From an optimization exercise on the open Yosys and OpenROAD flow, aimed at small area, a short achievable clock period and few clock cycles per item; shortcuts taken in it are not production practice. Where RTL was checked, it was by simulation tests only, not by an equivalence proof against the original. Function not checked in run 2: the RTL went through the layout flow alone. Power and IR drop assume default switching activity.

**flow/run.sh**
```bash
#!/bin/bash
# synth_recipe.tcl (not shown) runs the flow's synth.tcl, then flattens the netlist and writes it again
# the make line also repeats each setting of config.mk as NAME=value (left out here)
make -C /OpenROAD-flow-scripts/flow DESIGN_CONFIG=/design/flow/config.mk WORK_HOME=/design/flow/orfs CLKGATE_MAP_FILE= SYNTH_SCRIPT=/design/flow/synth_recipe.tcl finish
```
**flow/config.mk**
```make
export PLATFORM = sky130hd
export DESIGN_NAME = mf_median
export DESIGN_NICKNAME = mf_median
export VERILOG_FILES = /design/flow/design.v
export SDC_FILE = /design/flow/constraint.sdc
export NUM_CORES = 4
export LEC_CHECK = 0
export CAP_MARGIN = 20
export CORE_MARGIN = 2
export CORE_UTILIZATION = 25
export PLACE_DENSITY = 0.45
export SLEW_MARGIN = 20
```
**flow/constraint.sdc**
```tcl
create_clock -name core_clock -period 25.0 [get_ports {clk}]
set_input_delay 5.0000 -clock core_clock [delete_from_list [all_inputs] [get_ports {clk}]]
set_output_delay 5.0000 -clock core_clock [all_outputs]
set_load 0.01 [all_outputs]
```
**flow/design.v**
```verilog
module mf_median (
    input  wire               clk,
    input  wire               rst,         
    input  wire               in_valid,
    output wire               in_ready,
    input  wire signed [31:0] in_value,
    input  wire               in_missing,
    input  wire               in_clear,    
    input  wire        [3:0]  in_m,        
    output reg                out_valid,
    output reg                out_missing,
    output reg  signed [32:0] out_med2     
);
    localparam L = 15;
    integer i;
    assign in_ready = 1'b1;
    reg               a_valid;
    reg signed [31:0] a_value;
    reg               a_missing, a_clear;
    reg        [3:0]  a_m;
    always @(posedge clk) begin
        a_valid   <= in_valid & ~rst;
        a_value   <= in_value;
        a_missing <= in_missing;
        a_clear   <= in_clear;
        a_m       <= in_m;
    end
    reg signed [31:0] hv [0:L-1];    
    reg        [L-1:0] hp;            
    reg        [3:0]  pos [0:L-1];    
    reg        [3:0]  np;             
    reg [3:0] cnt;
    always @* begin
        cnt = 4'd0;
        for (i = 0; i < L-1; i = i + 1)
            cnt = cnt + {3'd0, hp[i] & (hv[i] <= a_value)};
    end
    wire [3:0] r_new = a_missing ? 4'd14 : (a_clear ? 4'd0 : cnt);
    reg [L-1:0] ge_d;
    always @* begin
        ge_d[0] = (pos[0] == 4'd14);
        for (i = 1; i < L; i = i + 1)
            ge_d[i] = ge_d[i-1] | (pos[i] == 4'd14);
    end
    reg [3:0] q [0:L-2];
    reg [3:0] pos_n [0:L-1];
    always @* begin
        for (i = 0; i < L-1; i = i + 1)
            q[i] = ge_d[i] ? pos[i+1] : pos[i];
        for (i = 0; i < L; i = i + 1) begin
            if (i < r_new)
                pos_n[i] = q[i] + 4'd1;
            else if (i == r_new)
                pos_n[i] = 4'd0;
            else
                pos_n[i] = q[i-1] + 4'd1;
        end
    end
    wire [3:0] np_kept = a_clear ? 4'd0 : np - {3'd0, hp[L-1]};
    reg               b_valid, b_missing;
    reg        [3:0]  b_m;
    always @(posedge clk) begin
        if (rst) begin
            b_valid <= 1'b0;
            hp      <= {L{1'b0}};
            np      <= 4'd0;
        end else begin
            b_valid <= a_valid;
            if (a_valid) begin
                hp <= {hp[L-2:0] & {(L-1){~a_clear}}, ~a_missing};
                np <= np_kept + {3'd0, ~a_missing};
            end
        end
    end
    always @(posedge clk) begin
        if (a_valid) begin
            hv[0] <= a_value;
            for (i = 1; i < L; i = i + 1)
                hv[i] <= hv[i-1];
            for (i = 0; i < L; i = i + 1)
                pos[i] <= pos_n[i];
        end
        b_missing <= a_missing;
        b_m       <= (a_m == 4'd0) ? 4'd1 : a_m;
    end
    reg [L-1:0] mem;            
    reg [3:0]   pre [0:L];      
    always @* begin
        for (i = 0; i < L; i = i + 1)
            mem[i] = (i < np) && (pos[i] < b_m);
        pre[0] = 4'd0;
        for (i = 0; i < L; i = i + 1)
            pre[i+1] = pre[i] + {3'd0, mem[i]};
    end
    wire [3:0] n_win = pre[L];
    wire [3:0] k_lo  = (n_win - 4'd1) >> 1;
    wire [3:0] k_hi  = n_win >> 1;
    reg [3:0] s_lo, s_hi;       
    always @* begin
        s_lo = 4'd0;
        s_hi = 4'd0;
        for (i = 0; i < L; i = i + 1) begin
            if (mem[i] && pre[i] == k_lo) s_lo = s_lo | pos[i];
            if (mem[i] && pre[i] == k_hi) s_hi = s_hi | pos[i];
        end
    end
    reg signed [31:0] lo_v, hi_v;
    always @* begin
        lo_v = 32'sd0;
        hi_v = 32'sd0;
        for (i = 0; i < L; i = i + 1) begin
            if (s_lo == i) lo_v = lo_v | hv[i];
            if (s_hi == i) hi_v = hi_v | hv[i];
        end
    end
    reg               c_valid, c_missing;
    reg signed [31:0] c_lo, c_hi;
    always @(posedge clk) begin
        if (rst) c_valid <= 1'b0;
        else     c_valid <= b_valid;
        c_missing <= b_missing;
        c_lo      <= lo_v;
        c_hi      <= hi_v;
    end
    always @(posedge clk) begin
        if (rst) begin
            out_valid   <= 1'b0;
            out_missing <= 1'b0;
            out_med2    <= 33'sd0;
        end else begin
            out_valid   <= c_valid;
            out_missing <= c_missing;
            out_med2    <= c_missing ? 33'sd0 : {c_lo[31], c_lo} + {c_hi[31], c_hi};
        end
    end
endmodule
```
==> qor.txt, run 1 <==
Status: finished clean
Combinational group share of total power: 15.2%
Pin count of the biggest net entering global routing: 160
Crit path from: b_m[1]$_SDFF_PN0_
Remaining global-route overflow: 0
R2R Path Start: b_m[1]$_SDFF_PN0_
Critical Path Max Stage Delay: 0.94 ns
CP delay by family, top: adder cells
Placed cells: 6470
Synth Warn #: 6
CTS buffer count: 84
Synth top cells by count: 573 x ha_1, 540 x edfxtp_1, 265 x a22oi_1
Clock Path Buffers: 3
Post-route clock skew: 0.0542 ns
Core area: 0.180 mm2
Total GRT Usage: 21.6%
Count leader, synth: ha_1
Final Slew Violations: 0
Slew @ Worst Pin: 1.18 ns
Via/cell ratio: 5.69
CP endpoint kind: register
Fin crit period: 14.02 ns
Max cap viols: 0
Share of cells above drive strength 1: 6.88%
Sequential-to-total area share from yosys stat: 43.1%
Post-synthesis mux area share: 1.77%
Area growth syn-to-layout: 14.7%
Global routing usage on met2: 33.3%
Fin crit share: 56.1%
Non-filler instance count after layout: 6633
Nets: 4813
Post-CTS Resized: 0
Post-Synthesis Net Count: 4731
Slew margin rel.: 20.4%
Post-synth ARST share: 0%
Largest family of logic cells by synthesized area: compound AO/OA/AOI/OAI gates
Post-synth EDFFs: 540
HP Start: a_m[2]$_DFF_P_
GR met1 Demand/Resource: 29.1%
Routed WL: 206000 um
Worst-skew pair later-pin latency: 0.74 ns
TNS Setup: 0 ns
Top cells by area, synth: edfxtp_1 36%, ha_1 16%, dfxtp_1 7.3%
Wire length per cell: 31.0 um
PwrDens: 62.5 mW/mm2
Iter 0 DRT Violations: 5435
Synth area leader: edfxtp_1
P_sw: 0.948 mW
Worst-path clk slew: 0.07 ns
Gr busiest metal: met2
Clock root buffer: clkbuf_16
# hold bufs at CTS: 0
CP max stage cell: xnor3_1
Initial antenna violation count: 11
Fin. Hold Viols: 0
DRC viols: 0
Avg Inst Size Synth: 11.0 um2
HPWL Detailed: 145000 um
Die Wd: 429 um
CTS tree: done
H-tree depth: 3
Fmax: 71.3 MHz
Setup CP Type: reg2reg
DR vias: 37743
Met3 capacity usage during global routing: 4.22%
Netlist cell types: 89
Sequential cell fraction of total power: 44.1%
Placed Area: 0.0490 mm2
Post-synthesis adder-cell area fraction: 16.4%
First-pass GRT wire length: 285000 um
Port buffer count: 75
Post-Synthesis Cells: 4105
Number of register bits inferred by synthesis: 705
Clk pwr share: 40.7%
Top FF cell, synth: edfxtp_1
Final setup viols: 0
Worst Hold Class: reg2reg
Post-Synth XOR/XNOR Area: 4.10%
Die area: 0.184 mm2
Vias in the first global route: 36036
P_leak: 19.4 nW
Worst-path maximum fanout: 28
Switching Share: 29.2%
WP buf/inv: 7
CP Launch Type: register
Critical path's most frequent cell: ha_1
RSZ-0062 raised after global routing: false
Peak supply drop: 0.0459 mV
Pre-antenna DRT Iters: 9
Die span in y: 429 um
Synth Area in Simple Gates: 14.3%
Clk sinks: 705
Initial core utilization: 25.1%
Row count: 156
Worst path required time: 25.59 ns
Final ANT Viol Nets: 0
Fraction of the mapped netlist area in compound gates: 17.6%
Critical path arrival: 14.62 ns
Internal: 2.30 mW
Synth Cell Area: 0.0453 mm2
Fin area: 0.0519 mm2
Top cell type's share of synthesized area: 35.8%
IO Count: 77
Setup Buffers After CTS: 0
Placer Congestion: 0.972
-- placed cells by master (no fill, tap or decap), types with 113 or more instances in the layout --
cell type,n
inv_1,113
nor2_1,169
nand2_1,185
edfxtp_1,540
a22oi_1,265
nand4_1,176
nand2b_1,121
a21oi_1,220
ha_1,573
o21ai_0,193
dfxtp_1,164
-- registers in the layout, summed over array words and instances, names as in the netlist, 4 cells and up --
register,flops
hv,480
pos,60
out_med2,33
a_value,32
c_hi,32
c_lo,32
hp,15
a_m,4
b_m,4
np,4
-- power groups by stage --
| stage | sequential [mW] | combinational [mW] | clock (mW) |
|---|---|---|---|
| after global placement | 1.46 | 0.480 | 0 |
| final | 1.43 | 0.493 | 1.32 |
| after detailed placement | 1.45 | 0.485 | 0 |
| after floorplan | 1.43 | 0.300 | 0 |
| after global routing | 1.43 | 0.539 | 1.39 |
| after CTS | 1.43 | 0.487 | 1.35 |
-- per-layer routing --
layer	vias to the layer above	wire, um
met1	18723	87200
met2	2148	91200
met4	6	9540
li1	16407	-
met3	459	17900
met5	-	47
-- cell families after synthesis --
logic type / Yosys count
buffers and inverters: 276
XOR/XNOR: 180
AO/OA/AOI/OAI: 1151
multiplexers: 77
AND/OR/NAND/NOR: 1130
flip-flops: 705
adder cells (fa/ha/maj): 585
other: 1
-- final cells by class --
class	instances	area [um2]
flip-flops and latches	705	19500
diodes	6	15.0
well taps	2370	2970
multi-input cells	3124	24700
fillers	18740	128000
clock inverters	41	524
inverters	114	428
clock buffers	115	2400
repair buffers	158	1390
-- final timing paths --
check | endpoint | slack, ns | depth (start not counted)
worst max-delay path | c_lo[13]$_DFF_P_ | 10.98 | 37
worst min register to register | b_m[2]$_SDFF_PN0_ | 0.35 | 0
worst max register to register | c_lo[13]$_DFF_P_ | 10.98 | 37
worst min-delay path | b_m[2]$_SDFF_PN0_ | 0.35 | 0
-- metrics by stage --
step | setup slack (ns) | hold WS, ns | power (mW) | util [%]
2_1_floorplan | 11.66 | 0.310 | 1.73 | -
3_3_place_gp | 10.94 | 0.341 | 1.94 | 27.2
3_5_place_dp | 10.90 | 0.344 | 1.94 | 27.2
4_1_cts | 10.89 | 0.354 | 3.26 | 28.8
5_1_grt | 10.39 | 0.363 | 3.36 | 28.8
6_report | 10.98 | 0.352 | 3.24 | 28.8
Testbench counts, summed over its fixed seeds: cycles 32,032, items 32,000.
==> run 2, diff against run 1 <==
==> flow/design.v (replaced) <==
module mf_median (
    input  wire               clk,
    input  wire               rst,         
    input  wire               in_valid,
    output wire               in_ready,
    input  wire signed [31:0] in_value,
    input  wire               in_missing,
    input  wire               in_clear,    
    input  wire        [3:0]  in_m,        
    output reg                out_valid,
    output reg                out_missing,
    output reg  signed [32:0] out_med2     
);
    localparam L = 15;
    reg signed [31:0] hist_v [0:L-1];
    reg               hist_p [0:L-1];    
    wire take = in_valid & in_ready;
    assign in_ready = 1'b1;
    reg signed [31:0] win_v [0:L-1];
    reg               win_p [0:L-1];
    reg        [3:0]  m_eff;
    integer i, j;
    always @* begin
        m_eff = (in_m < 4'd1) ? 4'd1 : in_m;
        win_v[0] = in_value;
        win_p[0] = ~in_missing;
        for (i = 1; i < L; i = i + 1) begin
            win_v[i] = hist_v[i-1];
            win_p[i] = hist_p[i-1] & ~in_clear & (i < m_eff);
        end
    end
    reg [3:0] n_present;
    reg [3:0] rank [0:L-1];
    always @* begin
        n_present = 4'd0;
        for (i = 0; i < L; i = i + 1)
            n_present = n_present + {3'd0, win_p[i]};
        for (i = 0; i < L; i = i + 1) begin
            rank[i] = 4'd0;
            for (j = 0; j < L; j = j + 1)
                if (j != i && win_p[j] &&
                    ((win_v[j] < win_v[i]) || (win_v[j] == win_v[i] && j < i)))
                    rank[i] = rank[i] + 4'd1;
        end
    end
    wire [3:0] lo_rank = (n_present - 4'd1) >> 1;
    wire [3:0] hi_rank = n_present >> 1;
    reg signed [31:0] lo_v, hi_v;
    always @* begin
        lo_v = 32'sd0;
        hi_v = 32'sd0;
        for (i = 0; i < L; i = i + 1) begin
            if (win_p[i] && rank[i] == lo_rank) lo_v = win_v[i];
            if (win_p[i] && rank[i] == hi_rank) hi_v = win_v[i];
        end
    end
    wire signed [32:0] med2 = {lo_v[31], lo_v} + {hi_v[31], hi_v};
    always @(posedge clk) begin
        if (rst) begin
            out_valid   <= 1'b0;
            out_missing <= 1'b0;
            out_med2    <= 33'sd0;
            for (i = 0; i < L; i = i + 1)
                hist_p[i] <= 1'b0;
        end else begin
            out_valid <= take;
            if (take) begin
                out_missing <= in_missing;
                out_med2    <= in_missing ? 33'sd0 : med2;
                hist_p[0] <= ~in_missing;
                for (i = 1; i < L; i = i + 1)
                    hist_p[i] <= hist_p[i-1] & ~in_clear;
            end
        end
    end
    always @(posedge clk) begin
        if (take) begin
            hist_v[0] <= in_value;
            for (i = 1; i < L; i = i + 1)
                hist_v[i] <= hist_v[i-1];
        end
    end
endmodule
==> run 2 against run 1 <==
  * Critical path depth is 58 higher
  * Wire length grew to 4.8 times the previous value
  * Critical endpoint is now out_med2[30]$_SDFFE_PP0P_
  * Die area grew to 2.7 times the previous value
  * Utilization is 0.25 points higher
  * Combinational power grew to 5.5 times the previous value
  * Setup slack worse by 9.8 ns
  * Non-clock buffer count is 938 higher
  * First-iteration DRC count grew to 4.0 times the previous value
==> qor.txt, run 2 <==
Wire length on met3: 104000 um
Final ANT Viol Nets: 0
Via/cell ratio: 6.29
Max reg flops: 448
Slew margin rel.: 2.63%
Clock root buffer: clkbuf_16
Initial core utilization: 25.0%
Clock Path Buffers: 4
Top cells by area, synth: ha_1 37%, edfxtp_1 11%, a21oi_1 4.3%
Avg Inst Size Synth: 8.38 um2
Wire length per cell: 44.8 um
Final setup viols: 0
Placed Area: 0.139 mm2
CP max stage cell: or4_1
CP Launch Type: input pin
Core area: 0.489 mm2
Setup WS post-layout: 1.22 ns
Initial antenna violation count: 206
Pin count of the biggest net entering global routing: 122
Slew @ Worst Pin: 1.46 ns
Top Layer Used: met5
Placer Congestion: 1.08
Final Slew Violations: 0
Area growth syn-to-layout: 15.9%
Post-Synthesis Cells: 14615
H-tree depth: 3
Fin crit share: 95.1%
Die span in y: 704 um
Sequential-to-total area share from yosys stat: 11.8%
Fin crit period: 23.78 ns
P_leak: 64.4 nW
Worst-path clk slew: 0.06 ns
Count leader, synth: ha_1
Worst-skew pair later-pin latency: 0.99 ns
CTS tree: done
Post-Synthesis Net Count: 18257
Commonest non-fill, non-tap cells in the layout: 3590 x ha_1, 1039 x nand2_1, 1038 x a21oi_1
RSZ-0062 raised after global routing: false
Metal1 wirelength: 389000 um
Critical path arrival: 24.53 ns
First-pass GRT wire length: 1260000 um
Nets: 19190
Biggest regs: hist_v: 448 flops, out_med2: 33 flops, hist_p: 14 flops
Fin area: 0.142 mm2
# hold bufs at CTS: 0
PwrDens: 36.5 mW/mm2
Vias in the first global route: 127060
Netlist cell types: 118
Critical Path Max Stage Delay: 0.59 ns
Worst path required time: 25.75 ns
Remaining global-route overflow: 0
Met2 routed WL: 376000 um
IO Count: 77
Share of cells above drive strength 1: 9.93%
CP endpoint kind: register
Synth Warn #: 6
Critical path's most frequent cell: ha_1
Post-route clock skew: 0.148 ns
Setup CP Type: in2reg
Worst Hold Class: reg2reg
Row count: 257
Post-synth EDFFs: 448
Routed WL: 992000 um
TNS Setup: 0 ns
Synth top cells by count: 3590 x ha_1, 1042 x a21oi_1, 1040 x nand2_1
Die area: 0.496 mm2
DR vias: 139205
Fmax: 42.1 MHz
Top cell type's share of synthesized area: 36.7%
Post-synth ARST share: 0%
CTS buffer count: 88
Commonest non-fill, non-tap cell in the layout: ha_1
Status: finished clean
Pre-antenna DRT Iters: 9
HPWL Detailed: 800000 um
Iter 0 DRT Violations: 21697
Largest Register: hist_v
Synth area leader: ha_1
Port buffer count: 75
Peak supply drop: 0.0502 mV
Fin. Hold Viols: 0
Top FF cell, synth: edfxtp_1
Place WS: 0.749 ns
Synth Cell Area: 0.122 mm2
DRC viols: 0
Clk sinks: 497
Die Wd: 704 um
Post-CTS Resized: 0
Total GRT Usage: 38.3%
Worst-path maximum fanout: 7
Setup Buffers After CTS: 0
Max cap viols: 0
Number of register bits inferred by synthesis: 497
## run 2: cell types whose count changed after synthesis, sizes merged, moves of 314 or more
cell	change
inv	+727
nand2	+855
ha	+3017
o21ai	+541
nor2	+769
nand4	+502
nand3	+422
nor3	+314
a21oi	+822
## run 2: kinds of logic (layout without fill, tap and decap cells)
family,after synthesis,in the layout,share of synthesized area (%)
AO/OA/AOI/OAI,3989,3989,21.6
XOR/XNOR,616,616,5.45
adder cells (fa/ha/maj),3601,3601,36.8
buffers and inverters,1101,2099,3.47
flip-flops,497,497,11.8
multiplexers,174,174,1.49
other,1,57,0.00306
AND/OR/NAND/NOR,4636,4636,19.3
## run 2: final cells by class
class | count | area [um2]
diodes | 56 | 140
fillers | 52389 | 347000
flip-flops and latches | 497 | 14400
well taps | 6475 | 8100
clock inverters | 52 | 604
inverters | 848 | 3180
clock buffers | 103 | 2360
multi-input cells | 13017 | 105000
repair buffers | 1096 | 8560
## run 2: worst paths after layout
kind | from | end | slack [ns] | depth (start not counted)
setup / recovery | in_value[0] | out_med2[30]$_SDFFE_PP0P_ | 1.22 | 95
hold / removal | hist_v[1][15]$_DFFE_PP_ | hist_v[2][15]$_DFFE_PP_ | 0.45 | 0
setup reg to reg | hist_v[9][28]$_DFFE_PP_ | out_med2[30]$_SDFFE_PP0P_ | 4.57 | 82
hold reg to reg | hist_v[1][15]$_DFFE_PP_ | hist_v[2][15]$_DFFE_PP_ | 0.45 | 0
## run 2: critical path: cells and delay by family
family,cells,cell delay [ns]
multiplexers,5,1.01
XOR/XNOR,4,0.74
adder cells (fa/ha/maj),14,4.08
buffers and inverters,10,1.83
AO/OA/AOI/OAI,39,8.58
AND/OR/NAND/NOR,23,3.22
## run 2: stage by stage
step	util [%]	std cells	hold WS (ns)	power (mW)
3_3_place_gp	28.4	21923	0.429	3.64
3_5_place_dp	28.4	21927	0.433	3.63
6_report	29.0	22144	0.446	5.18
5_1_grt	29.0	22097	0.475	5.32
4_1_cts	29.0	22082	0.445	5.05
2_1_floorplan	-	14615	0.441	2.36
## run 2: report_power, final
| part | internal, mW | switching [mW] |
|---|---|---|
| sequential | 0.961 | 0.0754 |
| clock | 0.789 | 0.623 |
| combinational | 0.828 | 1.90 |
| total | 2.58 | 2.60 |
## run 2: metal layers
layer | global-route usage, % | vias to the layer above
met2 | 52.2 | 9312
met1 | 48.0 | 68724
met5 | 0 | -
met4 | 38.1 | 22
li1 | - | 58961
met3 | 9.35 | 2186

==> port drivers added, routing unchanged <==
Ports are ideal in the flow. The routed layouts listed here were re-timed in OpenROAD. Step 1, drivers: a clkbuf_16 drives clk and a buf_2 each remaining input, both assumed. Step 2 times the ports against the registers' clock, not the clock port: input delays grow and output delays shrink by t, the midpoint of the rising clock arrivals with the driver on. Slacks: ideal ports / drivers / drivers and shift; pairs: ideal ports / drivers.
| run | shift t [ns] | setup slack, ns | worst slew at a driven data input, ns |
|---|---|---|---|
| run 1 | 0.795 | 10.976 / 10.976 / 10.976 | 0.07 |
| run 2 | 1.024 | 1.223 / 1.301 / 0.277 | 0.08 |
After both steps every run listed still meets setup and hold. The setup slack of run 2, which loses most, moves by +0.078 ns with the drivers and by -0.946 ns with both steps.
